Context: an optimization exercise on an open-source flow, tuned for small area and a short achievable clock period. The choices shown serve that exercise and are no tape-out recipe. Where RTL was checked, it was by simulation tests only, not by an equivalence proof against the original. For runs 2 and 3, only the layout was checked, not whether the RTL still works. Power figures rest on the tool's default switching activity, not on a simulated workload.

--- flow/design.v ---
module fmt_cvt (
    input  wire        clk,
    input  wire        rst,         
    input  wire        in_valid,
    input  wire        in_op,       
    input  wire [3:0]  in_src,
    input  wire [3:0]  in_dst,      
    input  wire [31:0] in_a,
    input  wire [7:0]  in_b,        
    output reg         out_valid,
    output reg  [31:0] out_data
);
    reg        v0, f32, bf16, fp16, s32, e4m3, e5m2, i8s, o8u, isfl;
    reg        d_int, d_u32, d_bf, d_h;
    reg        isq;
    reg [31:0] a;           
    always @(posedge clk) begin
        if (rst) v0 <= 1'b0;
        else     v0 <= in_valid;
        f32   <= !in_op && !in_src[3] && !in_src[1] && !in_src[0];
        bf16  <= !in_op && !in_src[3] && in_src[0];
        fp16  <= !in_op && !in_src[3] && in_src[1];
        s32   <= !in_op && in_src[3] && !in_src[0];
        e4m3  <= in_op && !in_src[3] && !in_src[2];
        e5m2  <= in_op && !in_src[3] && in_src[2] && !in_src[0];
        i8s   <= in_op && ((!in_src[3] && in_src[2] && in_src[0]) || (in_src[3] && !in_src[0]));
        o8u   <= in_op && in_src[3] && in_src[0];
        isfl  <= in_op ? (!in_src[3] && !(in_src[2] && in_src[0])) : !in_src[3];
        d_int <= !in_op && in_dst[3];
        d_u32 <= !in_op && in_dst[3] && in_dst[0];
        d_bf  <= !in_op && !in_dst[3] && in_dst[0];
        d_h   <= !in_op && !in_dst[3] && in_dst[1];
        isq   <= in_op;
        a     <= {in_op ? in_b : in_a[31:24], in_a[23:0]};
    end
    wire [7:0] xa = isq ? a[31:24] : 8'd0;    
    reg  [7:0]  E;
    reg  [31:0] mmask;
    reg  [31:0] hid;
    reg  [4:0]  w;
    reg  [7:0]  off;
    reg         emax, mzero;
    always @(*) begin
        E = 8'd0; mmask = 32'hffff_ffff; hid = 32'd0; w = 5'd0; off = 8'd0;
        emax = 1'b0; mzero = 1'b0;
        if (f32) begin
            E = a[30:23]; mmask = 32'h007f_ffff; hid = 32'h0080_0000; w = 5'd23; off = 8'd150;
            emax = &a[30:23]; mzero = ~|a[22:0];
        end else if (bf16) begin
            E = a[14:7]; mmask = 32'h7f; hid = 32'h80; w = 5'd7; off = 8'd134;
            emax = &a[14:7]; mzero = ~|a[6:0];
        end else if (fp16) begin
            E = {3'd0, a[14:10]}; mmask = 32'h3ff; hid = 32'h400; w = 5'd10; off = 8'd25;
            emax = &a[14:10]; mzero = ~|a[9:0];
        end else if (e4m3) begin
            E = {4'd0, a[6:3]}; mmask = 32'h7; hid = 32'h8; w = 5'd3; off = 8'd137;
        end else if (e5m2) begin
            E = {3'd0, a[6:2]}; mmask = 32'h3; hid = 32'h4; w = 5'd2; off = 8'd144;
            emax = &a[6:2]; mzero = ~|a[1:0];
        end else if (i8s) begin
            mmask = 32'hff; off = 8'd133;
        end else if (o8u) begin
            mmask = 32'hff; off = 8'd134;
        end
    end
    wire ezero  = (E == 8'd0);
    wire xnan   = (xa == 8'hff);
    wire s_nan  = xnan || (emax && !mzero) || (e4m3 && (a[6:0] == 7'h7f));
    wire s_inf  = !xnan && emax && mzero;
    wire s_sign = (f32 || s32) ? a[31] : (bf16 || fp16) ? a[15] : (e4m3 || e5m2 || i8s) ? a[7] : 1'b0;
    wire        inv_m = !d_int && ((s32 && a[31]) || (i8s && a[7]));
    wire        inv_s = d_int && !d_u32 && isfl && s_sign;
    wire        inv   = inv_m || inv_s;
    wire        ext   = inv_s || (d_int && s32 && a[31]);
    wire [31:0] hidb  = (isfl && !ezero) ? hid : 32'd0;
    wire [31:0] sig   = (((a ^ {32{inv}}) & mmask) | hidb) ^ ({32{inv_s}} & ~mmask);
    wire [31:0] tzin  = (a & mmask) | hidb;
    wire [31:0] lv0 = sig;
    wire [15:0] lv1; wire [7:0] lv2; wire [3:0] lv3; wire [1:0] lv4;
    wire [15:0] lp1; wire [15:0] lp2; wire [11:0] lp3; wire [7:0] lp4; wire [4:0] lp5;
    wire [15:0] tv1; wire [7:0] tv2; wire [3:0] tv3; wire [1:0] tv4;
    wire [15:0] tp1; wire [15:0] tp2; wire [11:0] tp3; wire [7:0] tp4; wire [4:0] tp5;
    genvar q;
    generate
        for (q = 0; q < 16; q = q + 1) begin : g_l1
            assign lv1[q] = sig[2*q+1] | sig[2*q];
            assign lp1[q] = sig[2*q+1];
            assign tv1[q] = tzin[2*q+1] | tzin[2*q];
            assign tp1[q] = !tzin[2*q];
        end
        for (q = 0; q < 8; q = q + 1) begin : g_l2
            assign lv2[q] = lv1[2*q+1] | lv1[2*q];
            assign lp2[2*q+1:2*q] = lv1[2*q+1] ? {1'b1, lp1[2*q+1]} : {1'b0, lp1[2*q]};
            assign tv2[q] = tv1[2*q+1] | tv1[2*q];
            assign tp2[2*q+1:2*q] = tv1[2*q] ? {1'b0, tp1[2*q]} : {1'b1, tp1[2*q+1]};
        end
        for (q = 0; q < 4; q = q + 1) begin : g_l3
            assign lv3[q] = lv2[2*q+1] | lv2[2*q];
            assign lp3[3*q+2:3*q] = lv2[2*q+1] ? {1'b1, lp2[4*q+3:4*q+2]} : {1'b0, lp2[4*q+1:4*q]};
            assign tv3[q] = tv2[2*q+1] | tv2[2*q];
            assign tp3[3*q+2:3*q] = tv2[2*q] ? {1'b0, tp2[4*q+1:4*q]} : {1'b1, tp2[4*q+3:4*q+2]};
        end
        for (q = 0; q < 2; q = q + 1) begin : g_l4
            assign lv4[q] = lv3[2*q+1] | lv3[2*q];
            assign lp4[4*q+3:4*q] = lv3[2*q+1] ? {1'b1, lp3[6*q+5:6*q+3]} : {1'b0, lp3[6*q+2:6*q]};
            assign tv4[q] = tv3[2*q+1] | tv3[2*q];
            assign tp4[4*q+3:4*q] = tv3[2*q] ? {1'b0, tp3[6*q+2:6*q]} : {1'b1, tp3[6*q+5:6*q+3]};
        end
    endgenerate
    assign lp5 = lv4[1] ? {1'b1, lp4[7:4]} : {1'b0, lp4[3:0]};
    assign tp5 = tv4[0] ? {1'b0, tp4[3:0]} : {1'b1, tp4[7:4]};
    wire       lzv = lv4[1] | lv4[0];
    wire [5:0] tz  = (tv4[1] | tv4[0]) ? {1'b0, tp5} : 6'd32;
    wire s_zero = !lzv && !inv;
    wire [7:0]  eeff = {E[7:1], E[0] | (isfl && ezero)};
    wire [5:0]  c1   = d_bf ? 6'd24 : d_h ? 6'd21 : 6'd8;            
    reg [9:0] ku;
    always @(*) begin
        ku = d_int ? 10'd33 : d_bf ? 10'd924 : d_h ? 10'd9 : 10'd908;    
        if (f32) ku = d_int ? 10'd183 : d_bf ? 10'd50 : d_h ? 10'd159 : 10'd34;
        if (bf16) ku = d_int ? 10'd167 : d_bf ? 10'd34 : d_h ? 10'd143 : 10'd18;
        if (fp16) ku = d_int ? 10'd58 : d_bf ? 10'd949 : d_h ? 10'd34 : 10'd933;
        if (e4m3) ku = d_int ? 10'd170 : d_bf ? 10'd37 : d_h ? 10'd146 : 10'd21;
        if (e5m2) ku = d_int ? 10'd177 : d_bf ? 10'd44 : d_h ? 10'd153 : 10'd28;
        if (i8s) ku = d_int ? 10'd166 : d_bf ? 10'd33 : d_h ? 10'd142 : 10'd17;
        if (o8u) ku = d_int ? 10'd167 : d_bf ? 10'd34 : d_h ? 10'd143 : 10'd18;
    end
    wire [9:0]  o1   = {2'b11, ~xa};
    wire [9:0]  o2   = {2'b11, ~eeff};
    wire [9:0]  us_s = o1 ^ o2 ^ ku;
    wire [9:0]  us_c = {(o1[8:0] & o2[8:0]) | (o1[8:0] & ku[8:0]) | (o2[8:0] & ku[8:0]), 1'b0};
    wire [9:0]  us   = us_s + us_c;
    wire [5:0]  un   = lzv ? c1 + {1'b0, lp5} : c1 - 6'd1;
    wire        big  = d_int && (f32 || bf16) && (E >= 8'd159);
    wire        sp_inf = s_inf || big;
    reg        v1, z1, sn1, si1, sg1, iv1, ex1, di1, du1, db1, dh1;
    reg [31:0] sig1;
    reg [9:0]  us1;
    reg [5:0]  un1;
    reg [5:0]  tz1;
    always @(posedge clk) begin
        if (rst) v1 <= 1'b0;
        else     v1 <= v0;
        sig1 <= sig;
        us1  <= us;
        un1  <= un;
        tz1  <= tz;
        z1   <= s_zero || d_int;
        sn1  <= s_nan;
        si1  <= sp_inf;
        sg1  <= s_sign;
        iv1  <= inv;
        ex1  <= ext;
        di1  <= d_int;
        du1  <= d_u32;
        db1  <= d_bf;
        dh1  <= d_h;
    end
    wire        n1  = !z1 && (us1[9] || (!(|us1[8:6]) && (un1 >= us1[5:0])));
    wire [5:0]  usc = us1[9] ? 6'd0 : (|us1[8:6]) ? 6'd63 : us1[5:0];
    wire [5:0]  u   = n1 ? un1 : usc;
    wire [9:0]  E1  = {4'd0, un1} - us1 + 10'd1;
    wire        fovf = n1 && (E1 >= (dh1 ? 10'd31 : 10'd255));
    wire [95:0] Y   = {{32{ex1}}, sig1, {32{iv1}}};
    wire [95:0] Zf  = Y >> u;
    wire [32:0] Z   = Zf[32:0];
    wire [31:0] R   = Z[32:1];
    wire        g   = Z[0];
    wire [6:0]  kdn = {1'b0, un1} - {1'b0, tz1} - 7'd32;
    wire [6:0]  kds = {1'b0, usc} - {1'b0, tz1} - 7'd32;
    wire        kneg = n1 ? kdn[6] : kds[6];
    wire        kzer = n1 ? (kdn == 7'd0) : (kds == 7'd0);
    wire        inc = kneg ? iv1 : kzer ? R[0] : g;
    reg        v2, n2, i2, sn2, si2, sg2, ex2, di2, du2, db2, dh2;
    reg [31:0] r2;
    reg [7:0]  e2;
    always @(posedge clk) begin
        if (rst) v2 <= 1'b0;
        else     v2 <= v1;
        r2   <= R;
        i2   <= inc;
        e2   <= E1[7:0];
        n2   <= n1;
        sn2  <= sn1;
        si2  <= si1 || fovf;
        sg2  <= sg1;
        ex2  <= ex1;
        di2  <= di1;
        du2  <= du1;
        db2  <= db1;
        dh2  <= dh1;
    end
    reg [32:0] W;
    always @(*) begin
        W = {ex2, r2};
        if (n2) begin
            if (db2)      W = {18'd0, e2, r2[6:0]};
            else if (dh2) W = {18'd0, e2[4:0], r2[9:0]};
            else          W = {2'd0, e2, r2[22:0]};
        end
    end
    wire [32:0] cy;
    wire [8:0]  gc;
    assign gc[0] = i2;
    genvar k;
    generate
        for (k = 0; k < 8; k = k + 1) begin : g_grp
            assign gc[k+1] = gc[k] & (&W[4*k+3:4*k]);
        end
        for (k = 0; k < 33; k = k + 1) begin : g_bit
            if (k % 4 == 0) begin : g_f
                assign cy[k] = gc[k/4];
            end else begin : g_r
                assign cy[k] = gc[k/4] & (&W[k-1:(k/4)*4]);
            end
        end
    endgenerate
    wire [32:0] X = W ^ cy;
    reg [31:0] result;
    always @(*) begin
        if (di2) begin
            if (sn2)
                result = 32'd0;
            else if (du2)
                result = sg2 ? 32'd0 : (si2 || X[32]) ? 32'hffff_ffff : X[31:0];
            else if (si2 || (X[32] != X[31]))
                result = sg2 ? 32'h8000_0000 : 32'h7fff_ffff;
            else
                result = X[31:0];
        end else if (db2) begin
            result = sn2 ? 32'h0000_7fc0 : si2 ? {16'd0, sg2, 15'h7f80} : {16'd0, sg2, X[14:0]};
        end else if (dh2) begin
            result = sn2 ? 32'h0000_7e00 : si2 ? {16'd0, sg2, 15'h7c00} : {16'd0, sg2, X[14:0]};
        end else begin
            result = sn2 ? 32'h7fc0_0000 : si2 ? {sg2, 31'h7f80_0000} : {sg2, X[30:0]};
        end
    end
    always @(posedge clk) begin
        if (rst) out_valid <= 1'b0;
        else     out_valid <= v2;
        out_data <= result;
    end
endmodule
--- flow/flow/run.sh ---
#!/bin/bash
# The standard layout (standard.sh: ORFS synthesis to finish) with two
# changes:
# - synthesis maps the logic with flow/area_map.abc (ABC's area mapper
#   without the delay-driven mapping of ORFS's script); everything else in
#   synthesis, registers included, is ORFS's and the standard flow's script unchanged;
set -euo pipefail
here=$PWD
sed "s#log_cmd abc {\*}\$abc_args#lset abc_args 1 $here/flow/area_map.abc\n  log_cmd abc {*}\$abc_args#" \
    "$FLOW_HOME/scripts/synth.tcl" > "$here/synth_area_map.tcl"
grep -q "area_map.abc" "$here/synth_area_map.tcl"
sed "s#\$::env(SCRIPTS_DIR)/synth.tcl#$here/synth_area_map.tcl#" synth_recipe.tcl > "$here/synth_recipe_area_map.tcl"
grep -q "synth_area_map.tcl" "$here/synth_recipe_area_map.tcl"
bash standard.sh SYNTH_SCRIPT="$here/synth_recipe_area_map.tcl" SETUP_SLACK_MARGIN=13.5 finish > standard.log 2>&1
--- flow/flow/area_map.abc ---
strash
dch
map -a
topo
stime -c
buffer -c
upsize -c
dnsize -c
--- flow/standard.sh ---
#!/bin/bash
# synth_recipe.tcl (not shown) runs the flow's synth.tcl, then flattens the netlist and writes it again
# the make line also repeats each setting of config.mk as NAME=value (left out here)
make -C /OpenROAD-flow-scripts/flow DESIGN_CONFIG=/design/flow/config.mk WORK_HOME=/design/flow/orfs CLKGATE_MAP_FILE= SYNTH_SCRIPT=/design/flow/synth_recipe.tcl "${@:-finish}"
--- flow/config.mk ---
export PLATFORM = sky130hd
export DESIGN_NAME = fmt_cvt
export DESIGN_NICKNAME = fmt_cvt
export VERILOG_FILES = /design/flow/design.v
export SDC_FILE = /design/flow/constraint.sdc
export NUM_CORES = 4
export LEC_CHECK = 0
export ABC_AREA = 1
export CAP_MARGIN = 20
export CORE_MARGIN = 2
export CORE_UTILIZATION = 40
export SLEW_MARGIN = 20
--- flow/constraint.sdc ---
create_clock -name core_clock -period 18.0 [get_ports {clk}]
set_input_delay 3.6000 -clock core_clock [delete_from_list [all_inputs] [get_ports {clk}]]
set_output_delay 3.6000 -clock core_clock [all_outputs]
set_load 0.01 [all_outputs]
==> results_tabular.tex, run 1 <==
\begin{tabular}{lr}
\hline
Metric & Value \\
\hline
\multicolumn{2}{l}{\textbf{Placement}} \\
I/O Buffers & 83 \\
Placer congestion estimate & 0.917 \\
Estimated wirelength of the detail-placed design & 28400 µm \\
\multicolumn{2}{l}{\textbf{Clock tree}} \\
Clock transition time at the flip-flop clock pins of the worst setup and hold paths & 80 ps \\
Total number of H-tree levels & 4 \\
Num Clock Sinks & 196 \\
Worst-Skew Late Latency & 460 ps \\
Number of buffers between clock root and the deepest sink & 2 \\
Inserted Clock Buffers & 17 \\
Count of hold-fix buffers inserted at cts & 0 \\
CTS tree & built \\
Clock root buffer master & sky130\_fd\_sc\_hd\_\_clkbuf\_16 \\
\multicolumn{2}{l}{\textbf{Pwr}} \\
Share of total power in combinational logic & 62.3\% \\
Design internal power & 1.36 mW \\
Static power due to leakage & 6.74 nW \\
Sw Ratio & 49.8\% \\
Power Total & 2.72 mW \\
Power per cell area & 184 nW/µm² \\
Portion of total power attributed to sequential cells & 23.4\% \\
Switching component of the power & 1.35 mW \\
Worst vdd ir & 80.6 µV \\
Share of power burned in the clock network & 14.3\% \\
\multicolumn{2}{l}{\textbf{Final layout}} \\
Antenna cells & 0 \\
Final net count & 2041 \\
Number of filler cells placed in the layout & 3167 \\
Area growth from synthesis to layout & 18.2\% \\
Proportion of layout cells with a drive suffix above 1 & 12.2\% \\
\multicolumn{2}{l}{\textbf{Floorplan}} \\
Y dimension of the die & 181 µm \\
I/O pin count & 85 \\
Die area & 32600 µm² \\
Chip width & 181 µm \\
Starting density of the core & 40.7\% \\
Placement Rows & 64 \\
Area of the core & 30700 µm² \\
\multicolumn{2}{l}{\textbf{STA}} \\
Slew headroom & 39.7\% \\
Actual slew at the worst max-slew pin & 895 ps \\
Summed negative setup slack over all endpoints & 0 ps \\
Final period demand of the worst path & 4490 ps \\
Maximum clock rate & 223 MHz \\
Endpoints failing hold & 0 \\
Setup-violating endpoint count in the final report & 0 \\
Fin Clk Skew & 14.9 ps \\
Post-route fraction of the period consumed by the critical path & 25.0\% \\
Number of slew-limit violations in the final report & 0 \\
RSZ-0062 raised after global routing & yes \\
\multicolumn{2}{l}{\textbf{Detailed routing}} \\
Remaining antenna violation count after routing & 0 \\
Initial detailed-routing violation count & 930 \\
Vias per cell & 5.27 \\
Number of detailed-routing iterations run before antenna repair & 6 \\
Routed WL per cell & 16.1 µm \\
Count of vias placed by the detailed router & 12200 \\
Wirelength, routed & 37300 µm \\
DRC violations left & 0 \\
\multicolumn{2}{l}{\textbf{Logic synthesis}} \\
Proportion of synthesized flip-flops having asynchronous set or reset & 0\% \\
Mapped cell area & 12500 µm² \\
Post-synth top flop & sky130\_fd\_sc\_hd\_\_dfxtp\_1 \\
Seq/Total Area, Yosys & 31.4\% \\
Number of warnings reported in the yosys synthesis log & 1 \\
Post-synth cell types & 61 \\
Number of standard cells after synthesis & 1839 \\
Post-Syn Nets & 1965 \\
Post-Syn Area per Cell & 6.79 µm² \\
Number of synthesized flops with an enable pin & 0 \\
Seq cells post-synth & 196 \\
\multicolumn{2}{l}{\textbf{Worst setup path}} \\
Data arrival, critical path & 890 ps \\
Category of the worst setup path capture point & output pin \\
Crit-path leading delay family & flip-flops \\
Crit path largest cell delay & 330 ps \\
Total buffers and inverters traversed by the critical path & 1 \\
Type of the worst setup path & reg2out \\
Crit Path Max Fanout & 1 \\
Critical Path Start Type & flop \\
Standard cell with the maximum stage delay on the critical path & sky130\_fd\_sc\_hd\_\_dfxtp\_2 \\
Cell-by-cell listing of the critical path & buf\_6 \\
WP data required & 14400 ps \\
\multicolumn{2}{l}{\textbf{Flow run}} \\
Number of max-cap violations & 0 \\
\multicolumn{2}{l}{\textbf{Status}} \\
Outcome & complete, no violations \\
\multicolumn{2}{l}{\textbf{Global routing}} \\
Antenna violations before repair & 0 \\
Via count of the first global-routing pass & 11100 \\
Remaining global-route overflow & 0 \\
Combined global-route utilization of all metal layers & 21.7\% \\
First-pass GRT wire length & 57300 µm \\
Pin count of the biggest net entering global routing & 58 \\
\multicolumn{2}{l}{\textbf{Hold path}} \\
Hold Crit Class & reg2reg \\
\hline
\end{tabular}
-- worst reg2reg max path: cells and delay by family (launching register included) --
family / cells / cell delay, ps
compound gates: 5 / 680
buf+inv: 10 / 700
flops: 1 / 360
simple gates: 18 / 2500
-- synthesized netlist by cell type (3+ instances only) --
cell type                   count  area share [%]
sky130_fd_sc_hd__a211oi_1       7            0.42
sky130_fd_sc_hd__a21o_1         3            0.18
sky130_fd_sc_hd__a21oi_1      130             5.2
sky130_fd_sc_hd__a21oi_2        5            0.35
sky130_fd_sc_hd__a221oi_1       4            0.28
sky130_fd_sc_hd__a22oi_1       25             1.5
sky130_fd_sc_hd__a31oi_1       15            0.75
sky130_fd_sc_hd__a32oi_1       11            0.77
sky130_fd_sc_hd__buf_1          8            0.24
sky130_fd_sc_hd__buf_2          5            0.20
sky130_fd_sc_hd__buf_4          3            0.18
sky130_fd_sc_hd__buf_6          3            0.27
sky130_fd_sc_hd__clkbuf_1      51             1.5
sky130_fd_sc_hd__clkinv_1       7            0.21
sky130_fd_sc_hd__dfxtp_1      196              31
sky130_fd_sc_hd__fa_1          13             2.1
sky130_fd_sc_hd__ha_1          61             6.1
sky130_fd_sc_hd__inv_1        240             7.2
sky130_fd_sc_hd__inv_2         14            0.42
sky130_fd_sc_hd__mux2i_1       14             1.1
sky130_fd_sc_hd__nand2_1      407              12
sky130_fd_sc_hd__nand3_1       34             1.4
sky130_fd_sc_hd__nand3b_1       4            0.24
sky130_fd_sc_hd__nand4_1       12            0.60
sky130_fd_sc_hd__nor2_1       186             5.6
sky130_fd_sc_hd__nor2_4         5            0.45
sky130_fd_sc_hd__nor3_1        25             1.0
sky130_fd_sc_hd__nor3_4         4            0.52
sky130_fd_sc_hd__nor4_1         7            0.35
sky130_fd_sc_hd__o2111ai_1      3            0.21
sky130_fd_sc_hd__o211ai_1       5            0.30
sky130_fd_sc_hd__o21a_1         6            0.36
sky130_fd_sc_hd__o21ai_0      179             7.2
sky130_fd_sc_hd__o21ai_1        6            0.24
sky130_fd_sc_hd__o21bai_1       5            0.30
sky130_fd_sc_hd__o221ai_1      10            0.70
sky130_fd_sc_hd__o22ai_1       35             1.8
sky130_fd_sc_hd__or2_2          9            0.45
sky130_fd_sc_hd__xnor2_1       26             1.8
sky130_fd_sc_hd__xor2_1        26             1.8
-- path summary, 6_finish.rpt --
check | start | endpoint | slack [ps] | depth (start not counted)
worst max-delay path | out_data[21] | out_data[21] | 13510 | 1
worst min-delay path | db1 | db2 | 330 | 0
worst min register to register | db1 | db2 | 330 | 0
worst max register to register | i2 | out_data[22] | 13630 | 33
-- final cells by class --
type                    count  area (µm²)  share of cell area (%)
clock buffers              18         439                    2.98
clock inverters            14         179                    1.21
inverters                 262        1030                    6.98
multi-input cells        1312        7590                    51.5
flip-flops and latches    196        3960                    26.8
well taps                 396         495                    3.36
repair buffers            120        1020                    6.92
repair inverters            6        41.3                   0.280
-- cells by family after synthesis --
| family | after synthesis | share of synthesized area (%) |
|---|---|---|
| XOR/XNOR | 52 | 3.65 |
| AND/OR/NAND/NOR | 706 | 23.7 |
| AO/OA/AOI/OAI | 462 | 21.5 |
| flip-flops | 196 | 31.4 |
| adder cells (fa/ha/maj) | 74 | 8.20 |
| buffers and inverters | 334 | 10.4 |
| multiplexers | 15 | 1.21 |
-- layer usage --
layer	track usage, %	wire (µm)	vias up
li1	-	-	6217
met1	27.2	16000	5509
met2	37.4	18100	442
met3	3.21	1840	76
met4	8.42	1340	0
met5	0	0	-
-- registers in the layout, summed over array words and instances (netlist names), 6 cells and up --
signal / cells
a: 32
e2: 8
out_data: 32
r2: 32
sig1: 32
tz1: 6
un1: 6
us1: 10
-- layout by cell type (no fill, tap or decap), types with 32 or more instances in the layout --
cell                              netlist  final
sky130_fd_sc_hd__nand2_1              407    404
sky130_fd_sc_hd__inv_1                240    233
sky130_fd_sc_hd__dfxtp_1              196    176
sky130_fd_sc_hd__o21ai_0              179    174
sky130_fd_sc_hd__nor2_1               186    173
sky130_fd_sc_hd__a21oi_1              130    122
sky130_fd_sc_hd__ha_1                  61     61
sky130_fd_sc_hd__clkdlybuf4s50_1        0     49
sky130_fd_sc_hd__buf_4                  3     34
sky130_fd_sc_hd__nand3_1               34     32
sky130_fd_sc_hd__o22ai_1               35     32
-- repair_timing --
action	CTS	global route
resized for setup	158	96
cloned	1	8
pin swaps	0	11
endpoints found under the setup margin	86	109
setup buffers	3	21
-- power groups by stage --
stage | sequential (mW) | combinational [mW] | clock, mW
floorplan | 0.629 | 1.18 | 0
global placement | 0.640 | 1.57 | 0
detailed placement | 0.642 | 1.60 | 0
CTS | 0.632 | 1.59 | 0.397
global route | 0.649 | 1.90 | 0.415
finish | 0.637 | 1.69 | 0.388
-- stage by stage --
step                      hold WS [ps]  cell area, µm²  utilization [%]  setup slack [ps]  instances
after global routing               344           14800             48.1             13420       2324
after floorplan                    310           12500                -             13690       1839
after CTS                          335           14200             46.2             13290       2295
after global placement             314           13600             44.4             12870       2259
after detailed placement           314           13600             44.4             12840       2259
final                              333           14800             48.1             13510       2324
==> run 2, diff against run 1 <==
--- a/flow/design.v
+++ b/flow/design.v
@@ -166,10 +166,8 @@
     wire [32:0] Z   = Zf[32:0];
     wire [31:0] R   = Z[32:1];
     wire        g   = Z[0];
-    wire [6:0]  kdn = {1'b0, un1} - {1'b0, tz1} - 7'd32;
-    wire [6:0]  kds = {1'b0, usc} - {1'b0, tz1} - 7'd32;
-    wire        kneg = n1 ? kdn[6] : kds[6];
-    wire        kzer = n1 ? (kdn == 7'd0) : (kds == 7'd0);
+    wire        kneg = !u[5] || (tz1 > {1'b0, u[4:0]});
+    wire        kzer = u[5] && (tz1 == {1'b0, u[4:0]});
     wire        inc = kneg ? iv1 : kzer ? R[0] : g;
     reg        v2, n2, i2, sn2, si2, sg2, ex2, di2, du2, db2, dh2;
     reg [31:0] r2;
--- a/flow/config.mk
+++ b/flow/config.mk
@@ -9,4 +9,6 @@
 export CAP_MARGIN = 20
 export CORE_MARGIN = 2
 export CORE_UTILIZATION = 40
+export CTS_CLUSTER_DIAMETER = 300
+export CTS_CLUSTER_SIZE = 50
 export SLEW_MARGIN = 20
==> results_tabular.tex, run 2 <==
\begin{tabular}{lr}
\hline
Metric & Value \\
\hline
\multicolumn{2}{l}{\textbf{Status}} \\
Outcome & complete, no violations \\
\multicolumn{2}{l}{\textbf{Logic synthesis}} \\
Most common cell in the synthesized netlist & sky130\_fd\_sc\_hd\_\_nand2\_1 \\
Post-synth top flop & sky130\_fd\_sc\_hd\_\_dfxtp\_1 \\
Seq cells post-synth & 196 (unchanged) \\
Seq/Total Area, Yosys & 32.3\% (+0.84 points) \\
Post-Syn Area per Cell & 6.76 µm² (-0.37\%) \\
Most instantiated cells after synthesis & sky130\_fd\_sc\_hd\_\_nand2\_1 (321), sky130\_fd\_sc\_hd\_\_inv\_1 (234), sky130\_fd\_sc\_hd\_\_nor2\_1 (233) \\
Most area-hungry cell type in the Yosys netlist & sky130\_fd\_sc\_hd\_\_dfxtp\_1 \\
Post-synth cell types & 68 (+11\%) \\
Number of warnings reported in the yosys synthesis log & 1 (unchanged) \\
Biggest area contributors in the synthesized netlist & sky130\_fd\_sc\_hd\_\_dfxtp\_1 (32\%), sky130\_fd\_sc\_hd\_\_nand2\_1 (9.9\%), sky130\_fd\_sc\_hd\_\_o21ai\_0 (8.0\%) \\
Number of synthesized flops with an enable pin & 0 (unchanged) \\
Mapped cell area & 12200 µm² (-2.6\%) \\
Proportion of netlist area held by the largest area contributor & 32.3\% (+0.84 points) \\
Number of standard cells after synthesis & 1798 (-2.2\%) \\
Post-Syn Nets & 1905 (-3.1\%) \\
Proportion of synthesized flip-flops having asynchronous set or reset & 0\% (unchanged) \\
\multicolumn{2}{l}{\textbf{Placement}} \\
I/O Buffers & 83 (unchanged) \\
Post-detailed-placement cell area & 13300 µm² (-2.3\%) \\
Estimated wirelength of the detail-placed design & 27900 µm (-1.6\%) \\
Placer congestion estimate & 0.972 (+6.0\%) \\
\multicolumn{2}{l}{\textbf{Pwr}} \\
Share of power burned in the clock network & 15.4\% (+1.1 points) \\
Switching component of the power & 1.30 mW (-4.2\%) \\
Worst vdd ir & 110 µV (+37\%) \\
Static power due to leakage & 6.43 nW (-4.5\%) \\
Design internal power & 1.31 mW (-4.1\%) \\
Share of total power in combinational logic & 60.6\% (-1.7 points) \\
Portion of total power attributed to sequential cells & 24.0\% (+0.6 points) \\
Sw Ratio & 49.8\% (about the same) \\
Power per cell area & 183 nW/µm² (-0.88\%) \\
\multicolumn{2}{l}{\textbf{Detailed routing}} \\
Remaining antenna violation count after routing & 0 (unchanged) \\
Number of detailed-routing iterations run before antenna repair & 5 (-1) \\
Wirelength, routed & 36000 µm (-3.5\%) \\
DRC violations left & 0 (unchanged) \\
Vias per cell & 5.22 (-1.0\%) \\
Count of vias placed by the detailed router & 11900 (-2.9\%) \\
Routed WL per cell & 15.8 µm (-1.7\%) \\
Initial detailed-routing violation count & 898 (-3.4\%) \\
\multicolumn{2}{l}{\textbf{Final layout}} \\
Area taken by flip-flops and latches & 3950 µm² (-0.19\%) \\
Number of filler cells placed in the layout & 2988 (-5.7\%) \\
Antenna cells & 0 (unchanged) \\
Cell area after layout & 14300 µm² (-3.3\%) \\
Area of the multi-input gates & 7110 µm² (-6.3\%) \\
Most frequent standard cell in the layout excluding fill and tap cells & sky130\_fd\_sc\_hd\_\_nand2\_1 \\
Final net count & 1984 (-2.8\%) \\
Commonest non-fill, non-tap cells in the layout & sky130\_fd\_sc\_hd\_\_nand2\_1 (319), sky130\_fd\_sc\_hd\_\_inv\_1 (231), sky130\_fd\_sc\_hd\_\_nor2\_1 (225) \\
Area growth from synthesis to layout & 17.3\% \\
Proportion of layout cells with a drive suffix above 1 & 11.2\% (-0.97 points) \\
\multicolumn{2}{l}{\textbf{Worst setup path}} \\
Type of the worst setup path & reg2out \\
Critical Path Start Type & flop \\
Logic depth of the worst register-to-register path & 22 (-33\%) \\
Cell-by-cell listing of the critical path & buf\_6 \\
Crit-path leading delay family & flip-flops \\
Crit path largest cell delay & 330 ps (about the same) \\
Capturing point of the worst reg2reg path & un1[5] \\
Category of the worst setup path capture point & output pin \\
Standard cell with the maximum stage delay on the critical path & sky130\_fd\_sc\_hd\_\_dfxtp\_2 \\
WP data required & 14400 ps (about the same) \\
Total buffers and inverters traversed by the critical path & 1 (unchanged) \\
Crit Path Max Fanout & 1 (unchanged) \\
Worst reg2reg startpoint & e5m2 \\
Data arrival, critical path & 900 ps (about the same) \\
Worst R2R Setup Slack & 13500 ps (-130 ps) \\
\multicolumn{2}{l}{\textbf{STA}} \\
Post-route fraction of the period consumed by the critical path & 25.0\% (+0.033 points) \\
Final period demand of the worst path & 4500 ps (+6.00 ps) \\
Summed negative setup slack over all endpoints & 0 ps (unchanged) \\
Endpoints failing hold & 0 (unchanged) \\
Setup-violating endpoint count in the final report & 0 (unchanged) \\
RSZ-0062 raised after global routing & yes \\
Slew headroom & 43.3\% (+3.6 points) \\
Maximum clock rate & 222 MHz (-0.13\%) \\
Number of slew-limit violations in the final report & 0 (unchanged) \\
Actual slew at the worst max-slew pin & 846 ps (-49.2 ps) \\
Fin Clk Skew & 15.3 ps (+0.396 ps) \\
\multicolumn{2}{l}{\textbf{Global routing}} \\
Met2 GRT Util & 39.4\% (+2.0 points) \\
First-pass GRT wire length & 56700 µm (-1.0\%) \\
Global Route met3 Usage & 3.03\% (-0.19 points) \\
Antenna violations before repair & 0 (unchanged) \\
GR Layer Usage met1 & 27.7\% (+0.49 points) \\
Global route hottest layer & met2 \\
Remaining global-route overflow & 0 (unchanged) \\
Combined global-route utilization of all metal layers & 22.7\% (+1.0 points) \\
Via count of the first global-routing pass & 10900 (-1.9\%) \\
Pin count of the biggest net entering global routing & 68 (+17\%) \\
\multicolumn{2}{l}{\textbf{Clock tree}} \\
Clock transition time at the flip-flop clock pins of the worst setup and hold paths & 90 ps (about the same) \\
Inserted Clock Buffers & 17 (unchanged) \\
Worst-Skew Late Latency & 460 ps (about the same) \\
Number of buffers between clock root and the deepest sink & 2 (unchanged) \\
Num Clock Sinks & 196 (unchanged) \\
Total number of H-tree levels & 4 (unchanged) \\
CTS tree & built \\
Count of hold-fix buffers inserted at cts & 0 (unchanged) \\
Clock root buffer master & sky130\_fd\_sc\_hd\_\_clkbuf\_16 \\
\multicolumn{2}{l}{\textbf{Flow run}} \\
Number of max-cap violations & 0 (unchanged) \\
\multicolumn{2}{l}{\textbf{Floorplan}} \\
I/O pin count & 85 (unchanged) \\
Area of the core & 29800 µm² (-2.8\%) \\
Die area & 31800 µm² (-2.5\%) \\
Y dimension of the die & 178 µm (-1.3\%) \\
Placement Rows & 63 (-1.6\%) \\
Chip width & 178 µm (-1.3\%) \\
Starting density of the core & 40.8\% (+0.11 points) \\
\multicolumn{2}{l}{\textbf{Hold path}} \\
Hold Path End & sg2 \\
Hold-critical path depth & 0 (unchanged) \\
Hold Crit Class & reg2reg \\
Hold path startpoint & sg1 \\
\hline
\end{tabular}
run 2: cells by family after synthesis:
family                     Yosys count  synth area share, %
and+or+nand+nor                    666                 23.5
AOI/OAI and AO/OA                  498                 23.6
buffers and inverters              332                 10.5
DFF                                196                 32.3
adders and majority gates           55                 6.34
xor gates and xnor gates            44                 3.17
muxes                                7                0.576
run 2: worst max path at each step:
stage | startpoint | end | slack [ps] | depth (start not counted)
final | out_data[16] | out_data[16] | 13500 | 1
after global routing | e5m2 | un1[5] | 13260 | 28
after CTS | e5m2 | un1[5] | 13370 | 28
after detailed placement | e4m3 | un1[5] | 12380 | 22
after global placement | e4m3 | un1[5] | 12350 | 22
after floorplan | in_op | o8u | 13690 | 4
run 2: stage by stage:
| stage | setup slack (ps) | util (%) | std cells | hold slack [ps] | power, mW |
|---|---|---|---|---|---|
| 4_1_cts | 13370 | 46.9 | 2260 | 328 | 2.57 |
| 3_5_place_dp | 12380 | 44.7 | 2213 | 312 | 2.18 |
| 6_report | 13500 | 47.9 | 2280 | 328 | 2.60 |
| 3_3_place_gp | 12350 | 44.7 | 2213 | 312 | 2.16 |
| 5_1_grt | 13260 | 47.9 | 2280 | 345 | 2.85 |
| 2_1_floorplan | 13690 | - | 1798 | 310 | 1.75 |
run 2: cell type report:
class | instances | share of cell area [%]
multi-input cells | 1271 | 49.9
well taps | 390 | 3.42
inverters | 260 | 7.05
clock inverters | 15 | 1.41
repair buffers | 131 | 7.59
clock buffers | 17 | 2.98
flip-flops and latches | 196 | 27.7
run 2: power by group through the flow:
stage          Combinational, mW  Clock [mW]  Sequential, mW
6_report                    1.58       0.402           0.624
5_1_grt                     1.78       0.429           0.636
4_1_cts                     1.53       0.412           0.624
3_5_place_dp                1.55           0           0.635
3_3_place_gp                1.53           0           0.635
2_1_floorplan               1.12           0           0.629
run 2: timing repair:
item                       CTS  global route
pin swaps                    8            16
hold endpoints to repair     0             0
gates cloned                 1             0
buffers inserted            14            20
setup endpoints to repair   91            81
gates resized for setup    162            40
run 2: per-layer routing:
metal	up-vias	share of wire, %
met1	5336	43
met5	-	0
met3	91	4.6
met4	0	4.5
li1	6108	-
met2	357	48
==> run 3, diff against run 2 <==
--- a/flow/config.mk
+++ b/flow/config.mk
@@ -9,6 +9,4 @@
 export CAP_MARGIN = 20
 export CORE_MARGIN = 2
 export CORE_UTILIZATION = 40
-export CTS_CLUSTER_DIAMETER = 300
-export CTS_CLUSTER_SIZE = 50
 export SLEW_MARGIN = 20
==> results_tabular.tex, run 3 <==
\begin{tabular}{lr}
\hline
Metric & Value \\
\hline
\multicolumn{2}{l}{\textbf{Status}} \\
Outcome & complete, no violations \\
\multicolumn{2}{l}{\textbf{Floorplan}} \\
Area of the core & 29800 µm² (unchanged) \\
Chip width & 178 µm (unchanged) \\
Starting density of the core & 40.8\% (unchanged) \\
Placement Rows & 63 (unchanged) \\
I/O pin count & 85 (unchanged) \\
Die area & 31800 µm² (unchanged) \\
Y dimension of the die & 178 µm (unchanged) \\
\multicolumn{2}{l}{\textbf{STA}} \\
Actual slew at the worst max-slew pin & 846 ps (unchanged) \\
Summed negative setup slack over all endpoints & 0 ps (unchanged) \\
Endpoints failing hold & 0 (unchanged) \\
Post-route fraction of the period consumed by the critical path & 25.0\% (unchanged) \\
Maximum clock rate & 222 MHz (unchanged) \\
Setup-violating endpoint count in the final report & 0 (unchanged) \\
Number of slew-limit violations in the final report & 0 (unchanged) \\
Slew headroom & 43.3\% (unchanged) \\
RSZ-0062 raised after global routing & yes \\
Fin Clk Skew & 15.3 ps (unchanged) \\
Final period demand of the worst path & 4500 ps (unchanged) \\
\multicolumn{2}{l}{\textbf{Clock tree}} \\
Clock root buffer master & sky130\_fd\_sc\_hd\_\_clkbuf\_16 \\
Inserted Clock Buffers & 17 (unchanged) \\
Total number of H-tree levels & 4 (unchanged) \\
CTS tree & built \\
Count of hold-fix buffers inserted at cts & 0 (unchanged) \\
Worst-Skew Late Latency & 460 ps (about the same) \\
Clock transition time at the flip-flop clock pins of the worst setup and hold paths & 90 ps (about the same) \\
Num Clock Sinks & 196 (unchanged) \\
Number of buffers between clock root and the deepest sink & 2 (unchanged) \\
\multicolumn{2}{l}{\textbf{Global routing}} \\
Met2 GRT Util & 39.4\% (unchanged) \\
Global Route met3 Usage & 3.03\% (unchanged) \\
First-pass GRT wire length & 56700 µm (unchanged) \\
Via count of the first global-routing pass & 10900 (unchanged) \\
Remaining global-route overflow & 0 (unchanged) \\
GR Layer Usage met1 & 27.7\% (unchanged) \\
Global route hottest layer & met2 \\
Combined global-route utilization of all metal layers & 22.7\% (unchanged) \\
Pin count of the biggest net entering global routing & 68 (unchanged) \\
Antenna violations before repair & 0 (unchanged) \\
\multicolumn{2}{l}{\textbf{Logic synthesis}} \\
Most instantiated cells after synthesis & sky130\_fd\_sc\_hd\_\_nand2\_1 (321), sky130\_fd\_sc\_hd\_\_inv\_1 (234), sky130\_fd\_sc\_hd\_\_nor2\_1 (233) \\
Proportion of netlist area held by the largest area contributor & 32.3\% (unchanged) \\
Mapped cell area & 12200 µm² (unchanged) \\
Post-synth cell types & 68 (unchanged) \\
Post-synth top flop & sky130\_fd\_sc\_hd\_\_dfxtp\_1 \\
Most area-hungry cell type in the Yosys netlist & sky130\_fd\_sc\_hd\_\_dfxtp\_1 \\
Post-Syn Nets & 1905 (unchanged) \\
Seq cells post-synth & 196 (unchanged) \\
Most common cell in the synthesized netlist & sky130\_fd\_sc\_hd\_\_nand2\_1 \\
Number of warnings reported in the yosys synthesis log & 1 (unchanged) \\
Number of synthesized flops with an enable pin & 0 (unchanged) \\
Biggest area contributors in the synthesized netlist & sky130\_fd\_sc\_hd\_\_dfxtp\_1 (32\%), sky130\_fd\_sc\_hd\_\_nand2\_1 (9.9\%), sky130\_fd\_sc\_hd\_\_o21ai\_0 (8.0\%) \\
Proportion of synthesized flip-flops having asynchronous set or reset & 0\% (unchanged) \\
Post-Syn Area per Cell & 6.76 µm² (unchanged) \\
Number of standard cells after synthesis & 1798 (unchanged) \\
Seq/Total Area, Yosys & 32.3\% (unchanged) \\
\multicolumn{2}{l}{\textbf{Worst setup path}} \\
Worst R2R Setup Slack & 13500 ps (about the same) \\
Capturing point of the worst reg2reg path & un1[5] \\
Crit-path leading delay family & flip-flops \\
Crit Path Max Fanout & 1 (unchanged) \\
Data arrival, critical path & 900 ps (about the same) \\
Type of the worst setup path & reg2out \\
Worst reg2reg startpoint & e5m2 \\
Category of the worst setup path capture point & output pin \\
WP data required & 14400 ps (about the same) \\
Cell-by-cell listing of the critical path & buf\_6 \\
Logic depth of the worst register-to-register path & 22 (unchanged) \\
Crit path largest cell delay & 330 ps (about the same) \\
Total buffers and inverters traversed by the critical path & 1 (unchanged) \\
Critical Path Start Type & flop \\
Standard cell with the maximum stage delay on the critical path & sky130\_fd\_sc\_hd\_\_dfxtp\_2 \\
\multicolumn{2}{l}{\textbf{Placement}} \\
Post-detailed-placement cell area & 13300 µm² (unchanged) \\
Estimated wirelength of the detail-placed design & 27900 µm (unchanged) \\
Placer congestion estimate & 0.972 (unchanged) \\
I/O Buffers & 83 (unchanged) \\
\multicolumn{2}{l}{\textbf{Final layout}} \\
Cell area after layout & 14300 µm² (unchanged) \\
Most frequent standard cell in the layout excluding fill and tap cells & sky130\_fd\_sc\_hd\_\_nand2\_1 \\
Area taken by flip-flops and latches & 3950 µm² (unchanged) \\
Proportion of layout cells with a drive suffix above 1 & 11.2\% (unchanged) \\
Area growth from synthesis to layout & 17.3\% (unchanged) \\
Antenna cells & 0 (unchanged) \\
Final net count & 1984 (unchanged) \\
Area of the multi-input gates & 7110 µm² (unchanged) \\
Number of filler cells placed in the layout & 2988 (unchanged) \\
Commonest non-fill, non-tap cells in the layout & sky130\_fd\_sc\_hd\_\_nand2\_1 (319), sky130\_fd\_sc\_hd\_\_inv\_1 (231), sky130\_fd\_sc\_hd\_\_nor2\_1 (225) \\
\multicolumn{2}{l}{\textbf{Detailed routing}} \\
Number of detailed-routing iterations run before antenna repair & 5 (unchanged) \\
Count of vias placed by the detailed router & 11900 (unchanged) \\
Remaining antenna violation count after routing & 0 (unchanged) \\
Vias per cell & 5.22 (unchanged) \\
Initial detailed-routing violation count & 898 (unchanged) \\
Wirelength, routed & 36000 µm (unchanged) \\
DRC violations left & 0 (unchanged) \\
Routed WL per cell & 15.8 µm (unchanged) \\
\multicolumn{2}{l}{\textbf{Hold path}} \\
Hold Path End & sg2 \\
Hold path startpoint & sg1 \\
Hold-critical path depth & 0 (unchanged) \\
Hold Crit Class & reg2reg \\
\multicolumn{2}{l}{\textbf{Flow run}} \\
Number of max-cap violations & 0 (unchanged) \\
\multicolumn{2}{l}{\textbf{Pwr}} \\
Worst vdd ir & 110 µV (unchanged) \\
Power per cell area & 183 nW/µm² (unchanged) \\
Static power due to leakage & 6.43 nW (unchanged) \\
\hline
\end{tabular}
==> run 3: cell counts in the layout (fill, tap and decap cells not counted) <==
No cell type changed its count.
==> run 3: per-stage QoR <==
stage          hold slack [ps]  utilization (%)  power, mW  std cells  setup WS [ps]
5_1_grt                    345             47.9       2.85       2280          13260
4_1_cts                    328             46.9       2.57       2260          13370
6_report                   328             47.9       2.60       2280          13500
3_5_place_dp               312             44.7       2.18       2213          12380
2_1_floorplan              310                -       1.75       1798          13690
3_3_place_gp               312             44.7       2.16       2213          12350
==> run 3: kinds of logic (layout without fill, tap and decap cells) <==
logic type,Yosys count,in the layout,synth area share (%)
AND/OR/NAND/NOR,666,667,23.5
AO/OA/AOI/OAI,498,498,23.6
buffers and inverters,332,423,10.5
flip-flops,196,196,32.3
adder cells (fa/ha/maj),55,55,6.34
XOR/XNOR,44,44,3.17
multiplexers,7,7,0.576
==> run 3: power breakdown <==
group	switching (mW)	total (mW)	internal [mW]
registers	0.0596	0.624	0.565
logic	1.04	1.58	0.540
clock network	0.199	0.402	0.203
==> run 3: how the worst max path moves through the flow <==
stage                  from      endpoint  slack, ps  cells after the start
2_1_floorplan         in_op           o8u      13690                      4
4_1_cts                e5m2        un1[5]      13370                     28
6_report       out_data[16]  out_data[16]      13500                      1
3_5_place_dp           e4m3        un1[5]      12380                     22
3_3_place_gp           e4m3        un1[5]      12350                     22
5_1_grt                e5m2        un1[5]      13260                     28
==> run 3: final cells by class <==
class / instances / share of cell area, %
clock inverters: 15 / 1.41
flip-flops and latches: 196 / 27.7
well taps: 390 / 3.42
inverters: 260 / 7.05
clock buffers: 17 / 2.98
multi-input cells: 1271 / 49.9
repair buffers: 131 / 7.59
==> run 3: routing by layer <==
metal	vias up	part of all wire, %
met3	91	4.6
li1	6108	-
met1	5336	43
met2	357	48
met4	0	4.5
met5	-	0
==> run 3: repair_timing <==
| item | CTS | global route |
|---|---|---|
| gates cloned | 1 | 0 |
| pin swaps | 8 | 16 |
| gates resized for setup | 162 | 40 |
| setup endpoints to repair | 91 | 81 |
| hold endpoints to repair | 0 | 0 |
| buffers inserted | 14 | 20 |
==> run 4, diff against run 3 <==
--- a/flow/design.v
+++ b/flow/design.v
@@ -169,33 +169,37 @@
     wire        kneg = !u[5] || (tz1 > {1'b0, u[4:0]});
     wire        kzer = u[5] && (tz1 == {1'b0, u[4:0]});
     wire        inc = kneg ? iv1 : kzer ? R[0] : g;
-    reg        v2, n2, i2, sn2, si2, sg2, ex2, di2, du2, db2, dh2;
-    reg [31:0] r2;
-    reg [7:0]  e2;
+    wire        d16 = db1 || dh1;
+    wire        spc = sn1 || si1 || fovf || (du1 && sg1);
+    reg  [32:0] W;
+    always @(*) begin
+        if (di1) begin
+            if (sn1 || (du1 && sg1))  W = 33'd0;
+            else if (si1)             W = du1 ? 33'h0_ffff_ffff : sg1 ? 33'h1_8000_0000 : 33'h0_7fff_ffff;
+            else                      W = {ex1, R};
+        end else if (sn1) begin
+            W = db1 ? 33'h7fc0 : dh1 ? 33'h7e00 : 33'h7fc0_0000;
+        end else if (si1 || fovf) begin
+            W = db1 ? 33'h7f80 : dh1 ? 33'h7c00 : 33'h7f80_0000;
+        end else if (n1) begin
+            if (db1)      W = {18'd0, E1[7:0], R[6:0]};
+            else if (dh1) W = {18'd0, E1[4:0], R[9:0]};
+            else          W = {2'd0, E1[7:0], R[22:0]};
+        end else begin
+            W = {1'b0, R};
+        end
+    end
+    reg        v2, i2, sg2, di2, du2, d162;
+    reg [32:0] w2;
     always @(posedge clk) begin
         if (rst) v2 <= 1'b0;
         else     v2 <= v1;
-        r2   <= R;
-        i2   <= inc;
-        e2   <= E1[7:0];
-        n2   <= n1;
-        sn2  <= sn1;
-        si2  <= si1 || fovf;
-        sg2  <= sg1;
-        ex2  <= ex1;
+        w2   <= W;
+        i2   <= inc && !spc;
+        sg2  <= sg1 && !sn1;
         di2  <= di1;
         du2  <= du1;
-        db2  <= db1;
-        dh2  <= dh1;
-    end
-    reg [32:0] W;
-    always @(*) begin
-        W = {ex2, r2};
-        if (n2) begin
-            if (db2)      W = {18'd0, e2, r2[6:0]};
-            else if (dh2) W = {18'd0, e2[4:0], r2[9:0]};
-            else          W = {2'd0, e2, r2[22:0]};
-        end
+        d162 <= d16;
     end
     wire [32:0] cy;
     wire [8:0]  gc;
@@ -203,35 +207,26 @@
     genvar k;
     generate
         for (k = 0; k < 8; k = k + 1) begin : g_grp
-            assign gc[k+1] = gc[k] & (&W[4*k+3:4*k]);
+            assign gc[k+1] = gc[k] & (&w2[4*k+3:4*k]);
         end
         for (k = 0; k < 33; k = k + 1) begin : g_bit
             if (k % 4 == 0) begin : g_f
                 assign cy[k] = gc[k/4];
             end else begin : g_r
-                assign cy[k] = gc[k/4] & (&W[k-1:(k/4)*4]);
+                assign cy[k] = gc[k/4] & (&w2[k-1:(k/4)*4]);
             end
         end
     endgenerate
-    wire [32:0] X = W ^ cy;
-    reg [31:0] result;
-    always @(*) begin
-        if (di2) begin
-            if (sn2)
-                result = 32'd0;
-            else if (du2)
-                result = sg2 ? 32'd0 : (si2 || X[32]) ? 32'hffff_ffff : X[31:0];
-            else if (si2 || (X[32] != X[31]))
-                result = sg2 ? 32'h8000_0000 : 32'h7fff_ffff;
-            else
-                result = X[31:0];
-        end else if (db2) begin
-            result = sn2 ? 32'h0000_7fc0 : si2 ? {16'd0, sg2, 15'h7f80} : {16'd0, sg2, X[14:0]};
-        end else if (dh2) begin
-            result = sn2 ? 32'h0000_7e00 : si2 ? {16'd0, sg2, 15'h7c00} : {16'd0, sg2, X[14:0]};
-        end else begin
-            result = sn2 ? 32'h7fc0_0000 : si2 ? {sg2, 31'h7f80_0000} : {sg2, X[30:0]};
-        end
+    wire [32:0] X = w2 ^ cy;
+    wire        iovf = du2 ? X[32] : (X[32] != X[31]);
+    reg  [31:0] result;
+    always @(*) begin
+        if (di2)
+            result = !iovf ? X[31:0] : du2 ? 32'hffff_ffff : sg2 ? 32'h8000_0000 : 32'h7fff_ffff;
+        else if (d162)
+            result = {16'd0, sg2, X[14:0]};
+        else
+            result = {sg2, X[30:0]};
     end
     always @(posedge clk) begin
         if (rst) out_valid <= 1'b0;
==> results_tabular.tex, run 4 <==
\begin{tabular}{lr}
\hline
Metric & Value \\
\hline
\multicolumn{2}{l}{\textbf{Status}} \\
Outcome & complete, no violations \\
\multicolumn{2}{l}{\textbf{Worst setup path}} \\
Crit-path leading delay family & flip-flops \\
Worst R2R Setup Slack & 13760 ps (+260 ps) \\
Capturing point of the worst reg2reg path & un1[5] \\
Worst reg2reg startpoint & f32 \\
Data arrival, critical path & 860 ps (-40 ps) \\
Type of the worst setup path & reg2out \\
Crit Path Max Fanout & 1 (unchanged) \\
Critical Path Start Type & flop \\
Total buffers and inverters traversed by the critical path & 1 (unchanged) \\
Cell-by-cell listing of the critical path & buf\_6 \\
Category of the worst setup path capture point & output pin \\
Logic depth of the worst register-to-register path & 24 (+9.1\%) \\
WP data required & 14400 ps (about the same) \\
Standard cell with the maximum stage delay on the critical path & sky130\_fd\_sc\_hd\_\_dfxtp\_2 \\
Crit path largest cell delay & 320 ps (about the same) \\
\multicolumn{2}{l}{\textbf{STA}} \\
Setup-violating endpoint count in the final report & 0 (unchanged) \\
Endpoints failing hold & 0 (unchanged) \\
Post-Route Hold Slack & 409 ps (+80.9 ps) \\
Final period demand of the worst path & 4460 ps (-33.1 ps) \\
Min setup slack post-route & 13540 ps (+33.1 ps) \\
Slew headroom & 54.4\% (+11 points) \\
Fin Clk Skew & 12.4 ps (-2.84 ps) \\
Actual slew at the worst max-slew pin & 681 ps (-165 ps) \\
RSZ-0062 raised after global routing & yes \\
Number of slew-limit violations in the final report & 0 (unchanged) \\
Post-route fraction of the period consumed by the critical path & 24.8\% (-0.18 points) \\
Summed negative setup slack over all endpoints & 0 ps (unchanged) \\
Maximum clock rate & 224 MHz (+0.74\%) \\
\multicolumn{2}{l}{\textbf{Detailed routing}} \\
Remaining antenna violation count after routing & 0 (unchanged) \\
Wirelength, routed & 35700 µm (-0.68\%) \\
Vias per cell & 5.23 (+0.35\%) \\
Initial detailed-routing violation count & 794 (-12\%) \\
Count of vias placed by the detailed router & 11500 (-3.6\%) \\
Number of detailed-routing iterations run before antenna repair & 5 (unchanged) \\
DRC violations left & 0 (unchanged) \\
Routed WL per cell & 16.3 µm (+3.4\%) \\
\multicolumn{2}{l}{\textbf{Clock tree}} \\
Clock transition time at the flip-flop clock pins of the worst setup and hold paths & 70 ps (-20 ps) \\
Total number of H-tree levels & 4 (unchanged) \\
Clock root buffer master & sky130\_fd\_sc\_hd\_\_clkbuf\_16 \\
Num Clock Sinks & 184 (-6.1\%) \\
Inserted Clock Buffers & 17 (unchanged) \\
Worst-Skew Late Latency & 440 ps (-20 ps) \\
Count of hold-fix buffers inserted at cts & 0 (unchanged) \\
Number of buffers between clock root and the deepest sink & 2 (unchanged) \\
CTS tree & built \\
\multicolumn{2}{l}{\textbf{Final layout}} \\
Area growth from synthesis to layout & 15.0\% \\
Antenna cells & 0 (unchanged) \\
Number of standard cells in the layout, taps in and fillers out & 2190 (-3.9\%) \\
Number of filler cells placed in the layout & 3052 (+2.1\%) \\
Cell area after layout & 13700 µm² (-4.1\%) \\
Commonest non-fill, non-tap cells in the layout & sky130\_fd\_sc\_hd\_\_nand2\_1 (348), sky130\_fd\_sc\_hd\_\_inv\_1 (200), sky130\_fd\_sc\_hd\_\_o21ai\_0 (198) \\
Proportion of layout cells with a drive suffix above 1 & 11.9\% (+0.73 points) \\
Share of the core filled with cells & 46.4\% (-1.5 points) \\
Final net count & 1898 (-4.3\%) \\
Most frequent standard cell in the layout excluding fill and tap cells & sky130\_fd\_sc\_hd\_\_nand2\_1 \\
Largest register FFs & 33 \\
Reg with most FFs & w2 \\
\multicolumn{2}{l}{\textbf{Pwr}} \\
Worst vdd ir & 123 µV (+12\%) \\
Static power due to leakage & 6.06 nW (-5.8\%) \\
Portion of total power attributed to sequential cells & 22.2\% (-1.8 points) \\
Switching component of the power & 1.30 mW (+0.47\%) \\
Power Total & 2.59 mW (-0.38\%) \\
Design internal power & 1.29 mW (-1.2\%) \\
Share of power burned in the clock network & 15.3\% (about the same) \\
Power per cell area & 190 nW/µm² (+3.9\%) \\
Share of total power in combinational logic & 62.5\% (+1.9 points) \\
Sw Ratio & 50.2\% (+0.42 points) \\
\multicolumn{2}{l}{\textbf{Global routing}} \\
Remaining global-route overflow & 0 (unchanged) \\
Antenna violations before repair & 0 (unchanged) \\
Via count of the first global-routing pass & 10500 (-3.8\%) \\
Pin count of the biggest net entering global routing & 69 (+1.5\%) \\
First-pass GRT wire length & 55300 µm (-2.5\%) \\
Combined global-route utilization of all metal layers & 22.8\% (+0.096 points) \\
\multicolumn{2}{l}{\textbf{Logic synthesis}} \\
Most instantiated cells after synthesis & sky130\_fd\_sc\_hd\_\_nand2\_1 (349), sky130\_fd\_sc\_hd\_\_o21ai\_0 (206), sky130\_fd\_sc\_hd\_\_inv\_1 (204) \\
Post-Syn Area per Cell & 6.87 µm² (+1.6\%) \\
Most area-hungry cell type in the Yosys netlist & sky130\_fd\_sc\_hd\_\_dfxtp\_1 \\
Post-synth top flop & sky130\_fd\_sc\_hd\_\_dfxtp\_1 \\
Seq cells post-synth & 184 (-6.1\%) \\
Number of synthesized flops with an enable pin & 0 (unchanged) \\
Post-synth cell types & 81 (+19\%) \\
Mapped cell area & 11900 µm² (-2.2\%) \\
Biggest area contributors in the synthesized netlist & sky130\_fd\_sc\_hd\_\_dfxtp\_1 (31\%), sky130\_fd\_sc\_hd\_\_nand2\_1 (11\%), sky130\_fd\_sc\_hd\_\_o21ai\_0 (8.7\%) \\
Proportion of netlist area held by the largest area contributor & 31.0\% (-1.3 points) \\
Post-Syn Nets & 1841 (-3.4\%) \\
Most common cell in the synthesized netlist & sky130\_fd\_sc\_hd\_\_nand2\_1 \\
Number of warnings reported in the yosys synthesis log & 1 (unchanged) \\
Seq/Total Area, Yosys & 31.0\% (-1.3 points) \\
Proportion of synthesized flip-flops having asynchronous set or reset & 0\% (unchanged) \\
Number of standard cells after synthesis & 1732 (-3.7\%) \\
\multicolumn{2}{l}{\textbf{Floorplan}} \\
Area of the core & 29500 µm² (-1.1\%) \\
Placement Rows & 63 (unchanged) \\
Die area & 31100 µm² (-2.1\%) \\
I/O pin count & 85 (unchanged) \\
Y dimension of the die & 176 µm (-1.1\%) \\
Chip width & 176 µm (-1.1\%) \\
Starting density of the core & 40.4\% (-0.46 points) \\
\multicolumn{2}{l}{\textbf{Hold path}} \\
Hold path startpoint & v2 \\
Hold Path End & out\_valid \\
Hold Crit Class & reg2reg \\
Hold-critical path depth & 2 (+2) \\
\multicolumn{2}{l}{\textbf{Placement}} \\
I/O Buffers & 83 (unchanged) \\
Post-detailed-placement cell area & 12900 µm² (-2.7\%) \\
Estimated wirelength of the detail-placed design & 27900 µm (about the same) \\
Placer congestion estimate & 0.956 (-1.6\%) \\
Placed cell count & 2145 (-3.1\%) \\
Post-placement worst setup slack & 12830 ps (+450 ps) \\
\multicolumn{2}{l}{\textbf{Flow run}} \\
Number of max-cap violations & 0 (unchanged) \\
\hline
\end{tabular}
run 4: cell types whose count changed after synthesis, sizes merged, moves of 11 or more:
cell	previous run	this run
buf	21	32
dfxtp	196	184
a31oi	18	36
o21ai	201	222
a21oi	144	121
nor2	251	202
nand2	325	356
nand3	33	50
a22oi	19	3
clkbuf	51	37
inv	253	227
o22ai	42	14
run 4: layout make-up:
type | instances | area, µm² | area share [%]
repair inverters | 5 | 32.5 | 0.238
well taps | 390 | 488 | 3.57
clock buffers | 18 | 429 | 3.14
inverters | 231 | 896 | 6.55
clock inverters | 12 | 191 | 1.40
multi-input cells | 1249 | 7110 | 52.0
repair buffers | 101 | 830 | 6.07
flip-flops and latches | 184 | 3700 | 27.0
run 4: what timing repair did:
action,in CTS,in global routing
setup buffers,2,6
gates resized for setup,147,44
setup endpoints to repair,81,46
gates cloned,2,4
pin swaps,1,2
run 4: power groups by stage:
stage          combinational, mW  sequential, mW  clock, mW
6_report                    1.62           0.576      0.397
3_5_place_dp                1.55           0.587          0
2_1_floorplan               1.10           0.582          0
4_1_cts                     1.55           0.576      0.406
5_1_grt                     1.81           0.586      0.421
3_3_place_gp                1.55           0.584          0
run 4: cell families (layout without fill, tap and decap cells):
kind of cell / after synthesis / count (layout) / share of synthesized area [%]
AOI/OAI and AO/OA: 482 / 482 / 23.9
adders and majority gates: 57 / 57 / 6.69
and+or+nand+nor: 661 / 662 / 24.4
DFF: 184 / 184 / 31.0
buffers and inverters: 300 / 367 / 10.3
xor gates and xnor gates: 43 / 43 / 3.29
muxes: 5 / 5 / 0.421
run 4: worst max-delay path by stage:
stage / start / endpoint / slack (ps) / depth (start not counted)
finish: out_data[15] / out_data[15] / 13540 / 1
global route: us1[0] / w2[7] / 13440 / 24
CTS: out_data[15] / out_data[15] / 13500 / 1
detailed placement: in_op / i8s / 12830 / 3
global placement: in_op / i8s / 12830 / 3
floorplan: in_op / o8u / 13690 / 4
run 4: layer usage:
layer,GRT usage (%),part of all wire (%)
met4,10.3,4.0
met3,2.97,4.3
met1,27.5,43
met2,40.5,49
met5,0,0
run 4: worst register-to-register path, stage by stage, from the launching register on:
cell,delay [ps]
sky130_fd_sc_hd__dfxtp_4,410
sky130_fd_sc_hd__nor2_1,230
sky130_fd_sc_hd__nor2_1,100
sky130_fd_sc_hd__a31oi_4,240
sky130_fd_sc_hd__nand2_4,170
sky130_fd_sc_hd__inv_4,160
sky130_fd_sc_hd__nor2_8,90
sky130_fd_sc_hd__inv_4,230
sky130_fd_sc_hd__nand2_1,100
sky130_fd_sc_hd__nand3_1,90
sky130_fd_sc_hd__o21ai_2,70
sky130_fd_sc_hd__xnor2_1,300
sky130_fd_sc_hd__inv_2,100
sky130_fd_sc_hd__nor2_2,130
sky130_fd_sc_hd__nand2_1,100
sky130_fd_sc_hd__nand2_1,80
sky130_fd_sc_hd__nand2_1,60
sky130_fd_sc_hd__a221oi_1,400
sky130_fd_sc_hd__nand2_1,110
sky130_fd_sc_hd__ha_1,360
sky130_fd_sc_hd__a31o_1,250
sky130_fd_sc_hd__nand2_1,60
sky130_fd_sc_hd__nand2_1,60
sky130_fd_sc_hd__a21oi_2,120
sky130_fd_sc_hd__xor2_1,140

## re-timing with driven ports
The results above use ideal ports. As a check the final layouts listed here were re-extracted and re-timed, cells and wires unchanged. Step 1 assumes that a clkbuf_16 drives the clock port and a buf_2 every other input. Step 2 times the ports against the registers' clock, not the clock port: input delays grow and output delays shrink by t, the midpoint of the rising clock arrivals with the driver on. Three values: ideal, step 1, step 2; two values: the first two.
| run | t (ns) | slack for setup (ns) | cell pins on the clock port's net |
|---|---|---|---|
| run 1 | 0.502 | 13.509 / 13.459 / 13.408 | 1 |
| run 2 | 0.499 | 13.503 / 13.455 / 13.269 | 1 |
| run 3 | 0.499 | 13.503 / 13.455 / 13.269 | 1 |
| run 4 | 0.484 | 13.536 / 13.485 / 13.445 | 1 |
After both steps setup and hold are still met in every run listed.
